This design comes from an exercise in tuning for small area on the open sky130 flow, not from production work.
Function was checked by simulation only, so behaviour that the tests miss may differ from the original.

==> flow/design.v (outline; a module is shown in full before it is edited, if it fits) <==
// module le_lane_alu: 3353 lines
// module le_fa: 4 lines
// module le_bsel: 3 lines
// module le_ha: 4 lines
module le_lane_alu (
    input  wire        clk,
    input  wire        rst,         
    input  wire        in_valid,
    input  wire [2:0]  op,
    input  wire        mod_sel,     
    input  wire [31:0] a,
    input  wire [31:0] b,
    input  wire [31:0] w,
    output reg         out_valid,
    output wire [31:0] x,
    output wire [31:0] y
);
  // ...
==> flow/flow/run.sh <==
#!/bin/bash
# Own flow: the standard layout, except that synthesis maps the logic
# between the flip-flops with ABC's default script (see abc_wrap.tcl).
# Synthesis is otherwise the standard flow's own script (synth_recipe.tcl), so the
# registers and their names are the standard synthesis's.
set -euo pipefail
W=$(pwd)
cat "$W/flow/abc_wrap.tcl" "$W/synth_recipe.tcl" > "$W/own_synth.tcl"
sed "s#SYNTH_SCRIPT=[^ ]*#SYNTH_SCRIPT=$W/own_synth.tcl#" "$W/standard.sh" > "$W/own_synth.sh"
grep -q "SYNTH_SCRIPT=$W/own_synth.tcl" "$W/own_synth.sh"
bash "$W/own_synth.sh" synth > "$W/synth.log" 2>&1
bash "$W/standard.sh" > "$W/layout.log" 2>&1
==> flow/flow/abc_wrap.tcl <==
# Runs before synth_recipe.tcl. Every abc call of ORFS's synthesis is made with
# ABC's own default mapping script for a liberty, and with the clock period in
# picoseconds (ORFS hands ABC the period in the SDC's unit, nanoseconds here,
# which ABC reads as picoseconds and so maps every cone for speed).
proc abc {args} {
  foreach opt {-script -D} {
    set i [lsearch -exact $args $opt]
    if {$i >= 0} { set args [lreplace $args $i [expr {$i + 1}]] }
  }
  set ps 18000
  if {[info exists ::env(FLOW_PERIOD_NS)] && $::env(FLOW_PERIOD_NS) ne ""} {
    set ps [expr {int(round($::env(FLOW_PERIOD_NS) * 1000))}]
  }
  lappend args -D $ps
  yosys abc {*}$args
}
==> flow/standard.sh <==
#!/bin/bash
# synth_recipe.tcl (not shown) runs the flow's synth.tcl, then flattens the netlist and writes it again
# the make line also repeats each setting of config.mk as NAME=value (left out here)
make -C /OpenROAD-flow-scripts/flow DESIGN_CONFIG=/design/flow/config.mk WORK_HOME=/design/flow/orfs CLKGATE_MAP_FILE= SYNTH_SCRIPT=/design/flow/synth_recipe.tcl "${@:-finish}"
==> flow/config.mk <==
export PLATFORM = sky130hd
export DESIGN_NAME = le_lane_alu
export DESIGN_NICKNAME = le_lane_alu
export VERILOG_FILES = /design/flow/design.v
export SDC_FILE = /design/flow/constraint.sdc
export NUM_CORES = 4
export LEC_CHECK = 0
export ABC_AREA = 1
export CAP_MARGIN = 20
export CORE_MARGIN = 2
export CORE_UTILIZATION = 40
export SLEW_MARGIN = 20
export SYNTH_HIERARCHICAL = 1
export SYNTH_MINIMUM_KEEP_SIZE = 0
==> flow/constraint.sdc <==
create_clock -name core_clock -period 18.0 [get_ports {clk}]
set_input_delay 3.6000 -clock core_clock [delete_from_list [all_inputs] [get_ports {clk}]]
set_output_delay 3.6000 -clock core_clock [all_outputs]
set_load 0.01 [all_outputs]
==> results.py, run 1 <==
metrics = {
    "synth": {
        "synth-compound-area-share": 0.116,
        "synth_area_per_cell_um2": 11.4,
        "synthMuxAreaShare": 0.0188,
        "synth_top_flop_cell": "dfxtp_1",
        "synthAdderAreaFrac": 0.526,
        "synthArstFlopShare": 0,
        "synth.area.top_cells": "fa_1 (46%), dfxtp_1 (16%), xnor2_1 (7.7%), a22oi_1 (6.6%), ha_1 (6.5%)",
    },
    "placed_design": {
        "postPlaceCellArea_mm2": 0.0356,
    },
    "layout": {
        "buffers": 207,
        "seq_cells": 260,
        "final_common_cell": "fa_1",
        "top_register": "p2",
        "clockBufferCount": 35,
        "nonClkBufAreaFrac": 0.0515,
    },
    "die": {
        "die_x_um": 290,
        "start_util": 0.405,
    },
    "run": {
        "cap_violations": 0,
    },
    "timing": {
        "relSlewSlack": 0.277,
        "finalSetupViolCount": 0,
        "fmax_ghz": 0.0608,
        "setup-tns-final_ps": 0,
        "whs_ps": 296,
    },
    "grt": {
        "grt_pass1_wl_um": 147000,
        "overflow": 0,
        "top_usage_layer": "met2",
        "track_usage": 0.231,
        "use_met3": 0.0483,
    },
    "clock_network": {
        "clk_latency_ps": 600,
        "clock_path_buffers": 3,
        "path_clk_slew_ps": 60,
    },
    "detailed_routing": {
        "firstDrtPassIters": 6,
        "wire_per_inst_um": 23.0,
        "met1Wirelength_um": 39400,
        "vias": 22591,
        "routed-wl-met3_um": 7270,
        "drtAntennaViolNets": 0,
        "dr_wl_met2_um": 45400,
    },
    "worst_setup_path": {
        "reg2reg_from": "y1[1]",
        "crit_arrival_ps": 12860,
    },
    "outcome": {
        "status": "complete, no violations",
    },
}
==> inputs of run 2 (changes only) <==
==> flow/flow/run.sh (replaced) <==
#!/bin/bash
# Own flow: the standard layout, except that
#  - synthesis maps the logic between the flip-flops with flow/abc.script
#    (see abc_wrap.tcl); it is otherwise the standard flow's own script (synth_recipe.tcl),
#    so the registers and their names are the standard synthesis's;
#  - the buffers ORFS puts on every input and output port are buf_1 cells.
set -euo pipefail
W=$(pwd)
{ echo "set ::own_abc_script $W/flow/abc.script"; cat "$W/flow/abc_wrap.tcl" "$W/synth_recipe.tcl"; } > "$W/own_synth.tcl"
sed "s#SYNTH_SCRIPT=[^ ]*#SYNTH_SCRIPT=$W/own_synth.tcl#" "$W/standard.sh" > "$W/own_synth.sh"
grep -q "SYNTH_SCRIPT=$W/own_synth.tcl" "$W/own_synth.sh"
sed 's#^make -C \(.*\) "\${@:-finish}"$#make -C \1 BUFFER_PORTS_ARGS=-buffer_cell\\ sky130_fd_sc_hd__buf_1 "${@:-finish}"#' "$W/standard.sh" > "$W/own_layout.sh"
grep -q "BUFFER_PORTS_ARGS" "$W/own_layout.sh"
bash "$W/own_synth.sh" synth > "$W/synth.log" 2>&1
bash "$W/own_layout.sh" > "$W/layout.log" 2>&1
==> flow/flow/abc.script (new file) <==
strash
ifraig
scorr
dc2
strash
&get -n
&dch -f
&nf -R 1000 {D}
&put
==> flow/flow/abc_wrap.tcl (replaced) <==
# Runs before synth_recipe.tcl. Every abc call of ORFS's synthesis is made with
# flow/abc.script (ABC's default mapping script for a liberty, with more area
# recovery rounds in &nf), and with the clock period in picoseconds (ORFS hands
# ABC the period in the SDC's unit, nanoseconds here, which ABC reads as
# picoseconds and so maps every cone for speed).
proc abc {args} {
  foreach opt {-script -D} {
    set i [lsearch -exact $args $opt]
    if {$i >= 0} { set args [lreplace $args $i [expr {$i + 1}]] }
  }
  set ps 18000
  if {[info exists ::env(FLOW_PERIOD_NS)] && $::env(FLOW_PERIOD_NS) ne ""} {
    set ps [expr {int(round($::env(FLOW_PERIOD_NS) * 1000))}]
  }
  yosys abc -script $::own_abc_script -D $ps {*}$args
}
--- a/flow/config.mk
+++ b/flow/config.mk
@@ -10,4 +10,6 @@
 export CORE_MARGIN = 2
 export CORE_UTILIZATION = 40
+export CTS_CLUSTER_DIAMETER = 150
+export CTS_CLUSTER_SIZE = 32
 export SLEW_MARGIN = 20
 export SYNTH_HIERARCHICAL = 1
==> results.py, run 2 <==
metrics = {
    "timing": {
        "relSlewSlack": 0.303,
        "period_needed_ps": 15890,
        "setup-tns-final_ps": 0,
        "max_slew.worst_pin.slew_ps": 1050,
        "rsz0062_at_grt": "no",
        "finalHoldViolCount": 0,
        "fmax_ghz": 0.0629,
        "period_share": 0.883,
        "clock_skew_ps": 43.8,
        "finalSetupViolCount": 0,
        "slew_viol_final": 0,
    },
    "detailed_routing": {
        "wire_per_inst_um": 22.8,
        "drt-initial-drc-count": 2089,
        "drtAntennaViolNets": 0,
        "firstDrtPassIters": 6,
        "vias": 22509,
        "wirelength_um": 93400,
        "drcViolationCount": 0,
        "vias_per_cell": 5.49,
    },
    "layout": {
        "area_growth_syn_to_layout_pct": 8.99,
        "final_cell_mix": "fa_1 (751), clkinv_1 (315), xnor2_1 (287)",
        "seq_area_mm2": 0.00522,
        "fin_cells": 4102,
        "largest_reg_flops": 47,
        "drive_gt1_frac": 0.0414,
        "top_register": "p2",
        "num-fill-cells": 7748,
        "final_common_cell": "fa_1",
        "multiInputGateArea_mm2": 0.0259,
        "top_regs": "p2 x47, r3 x27",
        "fin_nets": 4062,
    },
    "grt": {
        "grt_pass1_vias": 24238,
        "overflow": 0,
        "antenna_found_initial": 5,
        "grt_pass1_wl_um": 146000,
        "grt_max_degree": 48,
        "track_usage": 0.232,
    },
    "synth": {
        "syn_area_mm2": 0.0323,
        "synth_xor_area_frac": 0.0823,
        "synth-simple-area-share": 0.0515,
        "synth_top_family_by_area": "adder cells",
        "yosysTopAreaCellShare": 0.466,
        "synth_seq_cells": 260,
        "synth_edf_count": 0,
        "syn_inst": 2812,
        "synth_top_flop_cell": "dfxtp_1",
        "ys_seq_area_frac": 0.161,
        "ys_types": 34,
        "yosysWarnings": 7,
        "synthMuxAreaShare": 0.0168,
        "netlist.top_cell.by_area": "fa_1",
        "synthAdderAreaFrac": 0.532,
        "synth-compound-area-share": 0.115,
        "synth.area.top_cells": "fa_1 (47%), dfxtp_1 (16%), xnor2_1 (7.8%), ha_1 (6.6%), a22oi_1 (6.2%)",
        "synth_most_common_cell": "fa_1",
        "synthArstFlopShare": 0,
        "synth_area_per_cell_um2": 11.5,
        "synthTopCellsByCount": "fa_1 (751), clkinv_1 (315), xnor2_1 (287), a22oi_1 (267), dfxtp_1 (260)",
    },
    "min_path": {
        "worstHoldPathType": "reg -> reg",
        "holdPathEnd": "s3[5]",
        "min_from": "s2[5]",
        "min_path_cells": 0,
    },
    "clock_network": {
        "cts_buffers": 13,
        "clock_path_buffers": 3,
        "cts_root_buf": "clkbuf_16",
        "clk_latency_ps": 530,
        "ctsResizeCount": 0,
        "path_clk_slew_ps": 120,
        "cts_sinks": 260,
        "cts_tree": "done",
        "post-cts-setup-buffers": 0,
        "ctsHoldBuffers": 0,
        "htree_levels": 1,
    },
    "placed_design": {
        "place_congestion": 0.949,
        "place_hpwl_um": 70500,
        "io_buffers": 131,
        "place_inst": 4081,
    },
    "worst_setup_path": {
        "worstSetupPathType": "reg -> out",
        "r2r_cells": 35,
        "timing.critical_path.mode_cell": "fa_1",
        "cp-end-kind": "output pin",
        "reg2reg_from": "y1[1]",
        "crit-reg2reg-capture": "p2[35]",
        "cp_max_fo": 31,
        "cp_slowest_cell": "dfxtp_1",
        "critPathMaxStageDelay_ps": 430,
        "cp_data_required_time_ps": 14400,
        "crit_arrival_ps": 12290,
        "startpoint_type": "flop",
        "r2r_slack_ps": 3560,
    },
    "die": {
        "ioPinCount": 168,
        "die_x_um": 288,
        "die_y_um": 288,
        "core_area_mm2": 0.0802,
        "die_area_mm2": 0.0829,
        "start_util": 0.403,
        "rows": 104,
    },
    "run": {
        "cap_violations": 0,
    },
    "outcome": {
        "status": "complete, no violations",
    },
}
[run 2: cell types whose count changed in the layout (fill, tap and decap cells not counted), sizes merged, moves of 22 or more]
cell and delta:
clkinv +310, inv -313, clkdlybuf4s50 -131, clkbuf -22, buf +136
[run 2: worst max-delay path by stage]
stage                     startpoint     to  cells after the start
after floorplan               op4[2]  x[13]                     31
after global placement        op4[0]   x[5]                     32
after detailed placement      op4[0]   x[5]                     32
after CTS                     op4[0]   x[5]                     32
after global routing          op4[0]   x[3]                     33
final                         op4[0]   x[5]                     33
[run 2: through the flow]
stage          cell area [um^2]   util  hold WS, ps  setup slack [ps]
2_1_floorplan             32300      -          310              2530
3_3_place_gp              34700  0.433          310              2270
3_5_place_dp              34700  0.433          312              2210
4_1_cts                   35100  0.438          330              1610
5_1_grt                   35200  0.439          339              1680
6_report                  35200  0.439          333              2110
[run 2: cell type report]
type / count / share of cell area
diodes: 2 / 0.000142
well taps: 1060 / 0.0377
clock buffers: 13 / 0.00925
flip-flops and latches: 260 / 0.148
repair buffers: 212 / 0.0314
multi-input cells: 2236 / 0.737
inverters: 315 / 0.0336
clock inverters: 4 / 0.00217
[run 2: layer usage]
layer / vias up / wire length (um) / global-route usage
met5: - / 13 / 0
met4: 2 / 2430 / 0.0579
met3: 162 / 6900 / 0.0322
met2: 939 / 45000 / 0.388
met1: 11635 / 39000 / 0.317
li1: 9771 / - / -
[run 2: worst max-delay path, delay by kind of cell (launching register included)]
family	cells	cell delay, ps
adders and majority gates	23	9020
and+or+nand+nor	3	700
DFF	1	430
buffers and inverters	5	1210
AOI/OAI and AO/OA	2	390
[run 2: per-module statistics from Yosys (local to each module, per instance)]
| module | area (um^2) | flip-flops and latches |
|---|---|---|
| le_lane_alu | 12200 | 260 |
| le_fa | 20.0 | 0 |
| le_bsel | 16.3 | 0 |
| le_ha | 12.5 | 0 |
[run 2: cells by family (layout without fill, tap and decap cells)]
family / after synthesis / count (layout)
AND/OR/NAND/NOR: 382 / 382
buffers and inverters: 333 / 544
adder cells (fa/ha/maj): 921 / 921
flip-flops: 260 / 260
AO/OA/AOI/OAI: 561 / 561
XOR/XNOR: 303 / 303
other: 1 / 20
multiplexers: 51 / 51
==> inputs of run 3 (changes only) <==
--- a/flow/config.mk
+++ b/flow/config.mk
@@ -10,6 +10,4 @@
 export CORE_MARGIN = 2
 export CORE_UTILIZATION = 40
-export CTS_CLUSTER_DIAMETER = 150
-export CTS_CLUSTER_SIZE = 32
 export SLEW_MARGIN = 20
 export SYNTH_HIERARCHICAL = 1
==> results.py, run 3 <==
metrics = {
    "clock_network": {
        "ctsHoldBuffers": 0,
        "cts_buffers": 31,
        "clk_latency_ps": 610,
        "cts_sinks": 260,
        "htree_levels": 1,
        "cts_tree": "done",
        "ctsResizeCount": 0,
        "post-cts-setup-buffers": 0,
        "cts_root_buf": "clkbuf_16",
        "path_clk_slew_ps": 60,
        "clock_path_buffers": 3,
    },
    "worst_setup_path": {
        "cp-endpoint": "x[5]",
        "cp-end-kind": "output pin",
        "timing.critical_path.mode_cell": "fa_1",
        "critPathMaxStageDelay_ps": 440,
        "worstSetupPathType": "reg -> out",
        "r2r_cells": 35,
        "cp_max_fo": 31,
        "reg2reg_from": "y1[1]",
        "startpoint_type": "flop",
        "cp_slowest_cell": "buf_4",
        "worstSetupStartpoint": "op4[0]",
        "r2r_slack_ps": 3510,
        "cp_data_required_time_ps": 14400,
        "crit_arrival_ps": 12430,
        "crit-reg2reg-capture": "p2[32]",
    },
    "timing": {
        "max_slew.worst_pin.slew_ps": 1040,
        "slew_viol_final": 0,
        "fmax_ghz": 0.0624,
        "relSlewSlack": 0.310,
        "period_share": 0.891,
        "setup-tns-final_ps": 0,
        "period_needed_ps": 16030,
        "rsz0062_at_grt": "no",
        "clock_skew_ps": 30.7,
        "finalSetupViolCount": 0,
        "finalHoldViolCount": 0,
    },
    "min_path": {
        "worstHoldPathType": "reg -> reg",
    },
    "detailed_routing": {
        "vias": 22732,
        "vias_per_cell": 5.49,
        "wire_per_inst_um": 22.7,
        "drtAntennaViolNets": 0,
        "drt-initial-drc-count": 1949,
        "drcViolationCount": 0,
        "firstDrtPassIters": 5,
        "wirelength_um": 94000,
    },
    "die": {
        "die_x_um": 288,
        "core_area_mm2": 0.0802,
        "die_y_um": 288,
        "die_area_mm2": 0.0829,
        "start_util": 0.403,
        "rows": 104,
        "ioPinCount": 168,
    },
    "layout": {
        "drive_gt1_frac": 0.0532,
        "top_regs": "p2 x47, r3 x27",
        "largest_reg_flops": 47,
        "fin_cells": 4141,
        "area_growth_syn_to_layout_pct": 11.2,
        "fin_nets": 4080,
        "final_cell_mix": "fa_1 (751), clkinv_1 (315), xnor2_1 (287)",
        "final_common_cell": "fa_1",
        "top_register": "p2",
    },
    "synth": {
        "synth_area_per_cell_um2": 11.5,
        "syn_inst": 2812,
        "synth.area.top_cells": "fa_1 (47%), dfxtp_1 (16%), xnor2_1 (7.8%), ha_1 (6.6%), a22oi_1 (6.2%)",
        "synth_seq_cells": 260,
        "synthArstFlopShare": 0,
        "synth_most_common_cell": "fa_1",
        "netlist.top_cell.by_area": "fa_1",
        "synth_top_flop_cell": "dfxtp_1",
        "synth_edf_count": 0,
        "ys_seq_area_frac": 0.161,
        "yosysTopAreaCellShare": 0.466,
        "syn_area_mm2": 0.0323,
        "yosysWarnings": 7,
        "synthTopCellsByCount": "fa_1 (751), clkinv_1 (315), xnor2_1 (287), a22oi_1 (267), dfxtp_1 (260)",
        "ys_types": 34,
    },
    "grt": {
        "grt_pass1_wl_um": 147000,
        "antenna_found_initial": 4,
        "grt_pass1_vias": 24462,
        "track_usage": 0.233,
        "overflow": 0,
        "grt_max_degree": 48,
    },
    "run": {
        "cap_violations": 0,
    },
    "placed_design": {
        "io_buffers": 131,
        "place_congestion": 0.949,
        "place_hpwl_um": 70500,
        "place_inst": 4081,
    },
    "outcome": {
        "status": "complete, no violations",
    },
}
run 3: modules after synthesis, one instance, submodules excluded:
module       times used  flops+latches  cells  area, um^2
le_bsel             264              0      2        16.3
le_fa               751              0      1        20.0
le_ha                58              0      1        12.5
le_lane_alu           1            260   1475       12200
run 3: worst min-delay path by stage:
stage	cells after the start	slack (ps)	endpoint	start
6_report	0	300	s4[22]	s3[22]
5_1_grt	0	290	s2[20]	s1[20]
4_1_cts	0	280	s4[22]	s3[22]
3_5_place_dp	0	310	s2[17]	s1[17]
3_3_place_gp	0	310	op4[2]	op3[2]
2_1_floorplan	0	310	md2	md1
run 3: area by class of cell:
class,count,area (um^2)
inverter,315,1180
clock inverter,20,287
tap,1060,1330
timing repair buffer,212,1100
clock buffer,37,838
antenna,1,2.50
multi-input combinational,2236,25900
sequential,260,5220
fill,7676,44300
run 3: critical path, delay by kind of cell (launching register included):
| kind | cells | cell delay, ps |
|---|---|---|
| adder cells (fa/ha/maj) | 23 | 9020 |
| buffers and inverters | 5 | 1210 |
| AND/OR/NAND/NOR | 3 | 740 |
| flip-flops | 1 | 420 |
| AO/OA/AOI/OAI | 2 | 410 |
run 3: cell families after synthesis:
| logic type | count (synthesis) | synth area share |
|---|---|---|
| adders and majority gates | 921 | 0.532 |
| AOI/OAI and AO/OA | 561 | 0.115 |
| and+or+nand+nor | 382 | 0.0515 |
| buffers and inverters | 333 | 0.0408 |
| xor gates and xnor gates | 303 | 0.0823 |
| DFF | 260 | 0.161 |
| muxes | 51 | 0.0168 |
| other | 1 | 0.000116 |
run 3: stage by stage:
step	setup WS, ps	utilization	hold slack, ps	cell area [um^2]
after global placement	2270	0.433	310	34700
after global routing	1600	0.448	288	35900
final	1970	0.448	304	35900
after detailed placement	2210	0.433	312	34700
after floorplan	2530	-	310	32300
after CTS	1450	0.447	279	35900
run 3: routing by layer:
metal	up-vias	global-route usage	share of wire
li1	9837	-	-
met3	193	0.0378	0.078
met5	-	0	0.00014
met2	952	0.387	0.48
met1	11748	0.316	0.41
met4	2	0.0623	0.030
==> inputs of run 4 (changes only) <==
--- a/flow/config.mk
+++ b/flow/config.mk
@@ -10,4 +10,6 @@
 export CORE_MARGIN = 2
 export CORE_UTILIZATION = 40
+export CTS_CLUSTER_DIAMETER = 120
+export CTS_CLUSTER_SIZE = 24
 export SLEW_MARGIN = 20
 export SYNTH_HIERARCHICAL = 1
==> results.py, run 4 <==
metrics = {
    "synth": {
        "ys_types": 34,
        "yosysWarnings": 7,
        "synth_most_common_cell": "fa_1",
        "synth_top_flop_cell": "dfxtp_1",
        "yosysTopAreaCellShare": 0.466,
        "synth_area_per_cell_um2": 11.5,
        "syn_inst": 2812,
        "synth.area.top_cells": "fa_1 (47%), dfxtp_1 (16%), xnor2_1 (7.8%), ha_1 (6.6%), a22oi_1 (6.2%)",
        "synthTopCellsByCount": "fa_1 (751), clkinv_1 (315), xnor2_1 (287), a22oi_1 (267), dfxtp_1 (260)",
        "synth_edf_count": 0,
        "synth_seq_cells": 260,
        "synthArstFlopShare": 0,
        "syn_area_mm2": 0.0323,
        "ys_seq_area_frac": 0.161,
        "netlist.top_cell.by_area": "fa_1",
    },
    "grt": {
        "overflow": 0,
        "grt_pass1_wl_um": 146000,
        "antenna_found_initial": 5,
        "grt_max_degree": 48,
        "grt_pass1_vias": 24361,
        "track_usage": 0.233,
    },
    "detailed_routing": {
        "drt-initial-drc-count": 1905,
        "drcViolationCount": 0,
        "drtAntennaViolNets": 0,
        "wire_per_inst_um": 22.8,
        "wirelength_um": 93700,
        "vias_per_cell": 5.49,
        "vias": 22559,
        "firstDrtPassIters": 5,
    },
    "layout": {
        "final_common_cell": "fa_1",
        "drive_gt1_frac": 0.0433,
        "largest_reg_flops": 47,
        "area_growth_syn_to_layout_pct": 9.36,
        "utilization": 0.440,
        "top_register": "p2",
        "fin_nets": 4066,
        "final_cell_mix": "fa_1 (751), clkinv_1 (315), xnor2_1 (287)",
        "top_regs": "p2 x47, r3 x27",
        "num-fill-cells": 7731,
    },
    "timing": {
        "max_slew.worst_pin.slew_ps": 1050,
        "rsz0062_at_grt": "no",
        "fmax_ghz": 0.0629,
        "setup-tns-final_ps": 0,
        "period_needed_ps": 15890,
        "setup_ws_ps": 2110,
        "clock_skew_ps": 41.5,
        "finalHoldViolCount": 0,
        "slew_viol_final": 0,
        "relSlewSlack": 0.303,
        "period_share": 0.883,
        "finalSetupViolCount": 0,
    },
    "worst_setup_path": {
        "crit_family": "adder cells",
        "crit_arrival_ps": 12290,
        "cp_data_required_time_ps": 14400,
        "reg2reg_from": "y1[1]",
        "cp-end-kind": "output pin",
        "cp_slowest_cell": "fa_1",
        "startpoint_type": "flop",
        "cp_num_buf_inv": 5,
        "timing.critical_path.mode_cell": "fa_1",
        "worstSetupPathType": "reg -> out",
        "critPathMaxStageDelay_ps": 430,
        "worstSetupStartpoint": "op4[0]",
        "r2r_slack_ps": 3530,
        "cp_max_fo": 31,
        "crit-reg2reg-capture": "p2[32]",
        "r2r_cells": 35,
    },
    "die": {
        "start_util": 0.403,
        "die_area_mm2": 0.0829,
        "die_y_um": 288,
        "die_x_um": 288,
        "core_area_mm2": 0.0802,
        "rows": 104,
        "ioPinCount": 168,
    },
    "clock_network": {
        "cts_root_buf": "clkbuf_16",
        "clk_latency_ps": 550,
        "ctsResizeCount": 0,
        "cts_tree": "done",
        "path_clk_slew_ps": 90,
        "post-cts-setup-buffers": 0,
        "clock_path_buffers": 3,
        "ctsHoldBuffers": 0,
        "cts_buffers": 17,
        "cts_sinks": 260,
        "htree_levels": 1,
    },
    "outcome": {
        "status": "complete, no violations",
    },
    "min_path": {
        "holdPathEnd": "md2",
        "min_from": "md1",
        "min_path_cells": 0,
        "worstHoldPathType": "reg -> reg",
    },
    "placed_design": {
        "io_buffers": 131,
        "preCtsSetupSlack_ps": 2210,
        "place_congestion": 0.949,
        "place_hpwl_um": 70500,
    },
    "run": {
        "cap_violations": 0,
    },
}
run 4: cell counts after synthesis:
Identical to the previous run, type by type.
run 4: layout make-up:
class	instances	area, um^2	area share
Inverter	315	1180	0.0335
Sequential cell	260	5220	0.148
Antenna cell	1	2.50	0.0000709
Timing Repair Buffer	212	1100	0.0313
Tap cell	1060	1330	0.0376
Multi-Input combinational cell	2236	25900	0.735
Clock inverter	6	97.6	0.00277
Clock buffer	17	425	0.0121
run 4: worst register-to-register path, delay by kind of cell, from the launching register on:
family | cells | cell delay [ps]
flip-flops | 1 | 320
buffers and inverters | 2 | 760
AO/OA/AOI/OAI | 1 | 170
multiplexers | 1 | 540
adder cells (fa/ha/maj) | 29 | 11850
XOR/XNOR | 1 | 160
AND/OR/NAND/NOR | 1 | 530
run 4: routing by layer:
metal | track usage | vias to the layer above | part of all wire
met5 | 0 | - | 0.00014
met4 | 0.0605 | 2 | 0.029
met3 | 0.0334 | 193 | 0.071
met2 | 0.389 | 911 | 0.48
met1 | 0.318 | 11666 | 0.42
li1 | - | 9787 | -
run 4: worst max path at each step:
stage,depth (start not counted),endpoint
after CTS,32,x[5]
after detailed placement,32,x[5]
after global placement,32,x[5]
after global routing,33,x[3]
after floorplan,31,x[13]
final,33,x[5]
run 4: cells by family after synthesis:
kind of cell,after synthesis,share of synthesized area
buf+inv,333,0.0408
compound gates,561,0.115
simple gates,382,0.0515
fa+ha+maj,921,0.532
mux,51,0.0168
xor+xnor,303,0.0823
other cells,1,0.000116
flops,260,0.161
run 4: per-module statistics from Yosys, one instance, submodules excluded:
module / cell area, um^2 / flops+latches / copies in the design
le_lane_alu: 12200 / 260 / 1
le_fa: 20.0 / 0 / 751
le_bsel: 16.3 / 0 / 264
le_ha: 12.5 / 0 / 58
run 4: through the flow:
stage	instances	area [um^2]	hold WS, ps
2_1_floorplan	2829	32300	310
5_1_grt	4106	35300	316
3_3_place_gp	4081	34700	310
6_report	4107	35300	322
3_5_place_dp	4081	34700	312
4_1_cts	4104	35300	304
==> inputs of run 5 (changes only) <==
--- a/flow/config.mk
+++ b/flow/config.mk
@@ -7,10 +7,10 @@
 export LEC_CHECK = 0
 export ABC_AREA = 1
-export CAP_MARGIN = 20
+export CAP_MARGIN = 5
 export CORE_MARGIN = 2
 export CORE_UTILIZATION = 40
 export CTS_CLUSTER_DIAMETER = 120
 export CTS_CLUSTER_SIZE = 24
-export SLEW_MARGIN = 20
+export SLEW_MARGIN = 5
 export SYNTH_HIERARCHICAL = 1
 export SYNTH_MINIMUM_KEEP_SIZE = 0
==> results.py, run 5 <==
metrics = {
    "timing": {
        "whs_ps": 321,
        "period_needed_ps": 16300,
        "finalSetupViolCount": 0,
        "relSlewSlack": 0.202,
        "finalHoldViolCount": 0,
        "clock_skew_ps": 42.0,
        "period_share": 0.906,
        "fmax_ghz": 0.0613,
        "rsz0062_at_grt": "no",
        "slew_viol_final": 0,
        "setup-tns-final_ps": 0,
        "max_slew.worst_pin.slew_ps": 1190,
    },
    "layout": {
        "top_regs": "p2 x47, r3 x27",
        "largest_reg_flops": 47,
        "seq_area_mm2": 0.00522,
        "fin_cells": 4105,
        "area_growth_syn_to_layout_pct": 9.28,
        "final_common_cell": "fa_1",
        "top_register": "p2",
        "num-fill-cells": 7730,
        "final_cell_mix": "fa_1 (751), clkinv_1 (315), xnor2_1 (287)",
        "fin_nets": 4064,
        "drive_gt1_frac": 0.0424,
        "multiInputGateArea_mm2": 0.0259,
        "utilization": 0.440,
    },
    "worst_setup_path": {
        "reg2reg_from": "y1[1]",
        "critPathMaxStageDelay_ps": 860,
        "cp_num_buf_inv": 4,
        "r2r_cells": 35,
        "cp-end-kind": "output pin",
        "crit_arrival_ps": 12700,
        "crit_family": "adder cells",
        "startpoint_type": "flop",
        "r2r_slack_ps": 3570,
        "cp_max_fo": 31,
        "crit-reg2reg-capture": "p2[32]",
        "timing.critical_path.mode_cell": "fa_1",
        "worstSetupStartpoint": "op4[0]",
        "cp_data_required_time_ps": 14400,
        "cp_slowest_cell": "nor2_1",
        "worstSetupPathType": "reg -> out",
    },
    "clock_network": {
        "cts_buffers": 17,
        "cts_sinks": 260,
        "clk_latency_ps": 550,
        "post-cts-setup-buffers": 0,
        "ctsHoldBuffers": 0,
        "htree_levels": 1,
        "cts_root_buf": "clkbuf_16",
        "cts_tree": "done",
        "ctsResizeCount": 0,
        "path_clk_slew_ps": 90,
        "clock_path_buffers": 3,
    },
    "die": {
        "start_util": 0.403,
        "die_x_um": 288,
        "rows": 104,
        "die_area_mm2": 0.0829,
        "ioPinCount": 168,
        "die_y_um": 288,
        "core_area_mm2": 0.0802,
    },
    "synth": {
        "synthTopCellsByCount": "fa_1 (751), clkinv_1 (315), xnor2_1 (287), a22oi_1 (267), dfxtp_1 (260)",
        "syn_inst": 2812,
        "synth.area.top_cells": "fa_1 (47%), dfxtp_1 (16%), xnor2_1 (7.8%), ha_1 (6.6%), a22oi_1 (6.2%)",
        "synth_area_per_cell_um2": 11.5,
        "synth_top_flop_cell": "dfxtp_1",
        "yosysTopAreaCellShare": 0.466,
        "ys_seq_area_frac": 0.161,
        "synth_edf_count": 0,
        "ys_types": 34,
        "synth_most_common_cell": "fa_1",
        "synth_seq_cells": 260,
        "netlist.top_cell.by_area": "fa_1",
        "synthArstFlopShare": 0,
        "yosysWarnings": 7,
        "syn_area_mm2": 0.0323,
    },
    "placed_design": {
        "place_inst": 4081,
        "place_hpwl_um": 70500,
        "io_buffers": 131,
        "place_congestion": 0.949,
    },
    "grt": {
        "track_usage": 0.233,
        "overflow": 0,
        "grt_pass1_wl_um": 146000,
        "antenna_found_initial": 5,
        "grt_pass1_vias": 24361,
        "grt_max_degree": 48,
    },
    "detailed_routing": {
        "wirelength_um": 93500,
        "vias_per_cell": 5.49,
        "drt-initial-drc-count": 2051,
        "vias": 22516,
        "wire_per_inst_um": 22.8,
        "firstDrtPassIters": 6,
        "drcViolationCount": 0,
        "drtAntennaViolNets": 0,
    },
    "run": {
        "cap_violations": 0,
    },
    "outcome": {
        "status": "complete, no violations",
    },
    "min_path": {
        "holdPathEnd": "md2",
        "worstHoldPathType": "reg -> reg",
        "min_path_cells": 0,
        "min_from": "md1",
    },
}
==> run 5: cell type report <==
| type | count | area share |
|---|---|---|
| diodes | 1 | 0.0000710 |
| clock inverters | 6 | 0.00277 |
| clock buffers | 17 | 0.0121 |
| repair buffers | 210 | 0.0308 |
| well taps | 1060 | 0.0376 |
| multi-input cells | 2236 | 0.735 |
| inverters | 315 | 0.0335 |
| flip-flops and latches | 260 | 0.148 |
==> run 5: worst max-delay path by stage <==
stage                     endpoint  slack (ps)  cells past startpoint
after floorplan              x[13]        2530                     31
after global placement        x[5]        2270                     32
after detailed placement      x[5]        2210                     32
after CTS                     x[5]        1560                     32
after global routing          x[3]        1180                     33
final                         x[5]        1700                     32
==> run 5: worst reg2reg max path, delay by kind of cell, from the launching register on <==
family / cells / cell delay, ps
AOI/OAI and AO/OA: 1 / 170
xor gates and xnor gates: 1 / 160
adders and majority gates: 29 / 11840
buffers and inverters: 2 / 760
DFF: 1 / 320
muxes: 1 / 530
and+or+nand+nor: 1 / 530
==> run 5: layer usage <==
metal | wire, um | GRT usage | vias up | share of wire
met5 | 13 | 0 | - | 0.00014
met3 | 6930 | 0.0334 | 193 | 0.074
met4 | 2750 | 0.0605 | 2 | 0.029
li1 | - | - | 9790 | -
met1 | 39000 | 0.318 | 11561 | 0.42
met2 | 44800 | 0.389 | 970 | 0.48
==> run 5: cells by family after synthesis <==
family,count (synthesis),synth area share
compound gates,561,0.115
xor+xnor,303,0.0823
fa+ha+maj,921,0.532
buf+inv,333,0.0408
flops,260,0.161
mux,51,0.0168
other cells,1,0.000116
simple gates,382,0.0515
==> run 5: metrics by stage <==
| stage | area, um^2 | worst slack [ps] |
|---|---|---|
| final | 35300 | 1700 |
| after global routing | 35300 | 1180 |
| after CTS | 35300 | 1560 |
| after detailed placement | 34700 | 2210 |
| after global placement | 34700 | 2270 |
| after floorplan | 32300 | 2530 |
==> run 5: Yosys stat by module, one instance, submodules excluded <==
module / flops+latches / area (um^2) / cells inside
le_bsel: 0 / 16.3 / 2
le_ha: 0 / 12.5 / 1
le_fa: 0 / 20.0 / 1
le_lane_alu: 260 / 12200 / 1475

## port drivers added, routing unchanged
The results above use ideal ports. As a check the final layouts listed here were re-extracted and re-timed, cells and wires unchanged.
Step 1: set_driving_cell puts a clkbuf_16 on clk and a buf_2 on each other input, an assumption about the parent block.
Step 2 also shifts input and output timing later by t, the mid clock arrival at the registers, as if the neighbouring blocks saw the same clock.
Slacks: ideal / step 1 / step 2; pairs: ideal / step 1.
run | shift t [ns] | slack for setup (ns) | worst hold slack (ns) | worst setup path after step 2 | worst register clock-pin slew, ns
run 1 | 0.645 | 1.543 / 1.476 / 2.122 | 0.296 / 0.296 / 0.296 | register to output | 0.07 / 0.07
run 2 | 0.583 | 2.113 / 2.044 / 2.627 | 0.333 / 0.333 / 0.333 | register to output | 0.12 / 0.12
run 3 | 0.655 | 1.966 / 1.905 / 2.561 | 0.304 / 0.304 / 0.304 | register to output | 0.06 / 0.06
run 4 | 0.593 | 2.114 / 2.053 / 2.646 | 0.322 / 0.322 / 0.322 | register to output | 0.10 / 0.10
run 5 | 0.593 | 1.695 / 1.634 / 2.226 | 0.321 / 0.321 / 0.321 | register to output | 0.10 / 0.10
After both steps every run listed still meets setup and hold.
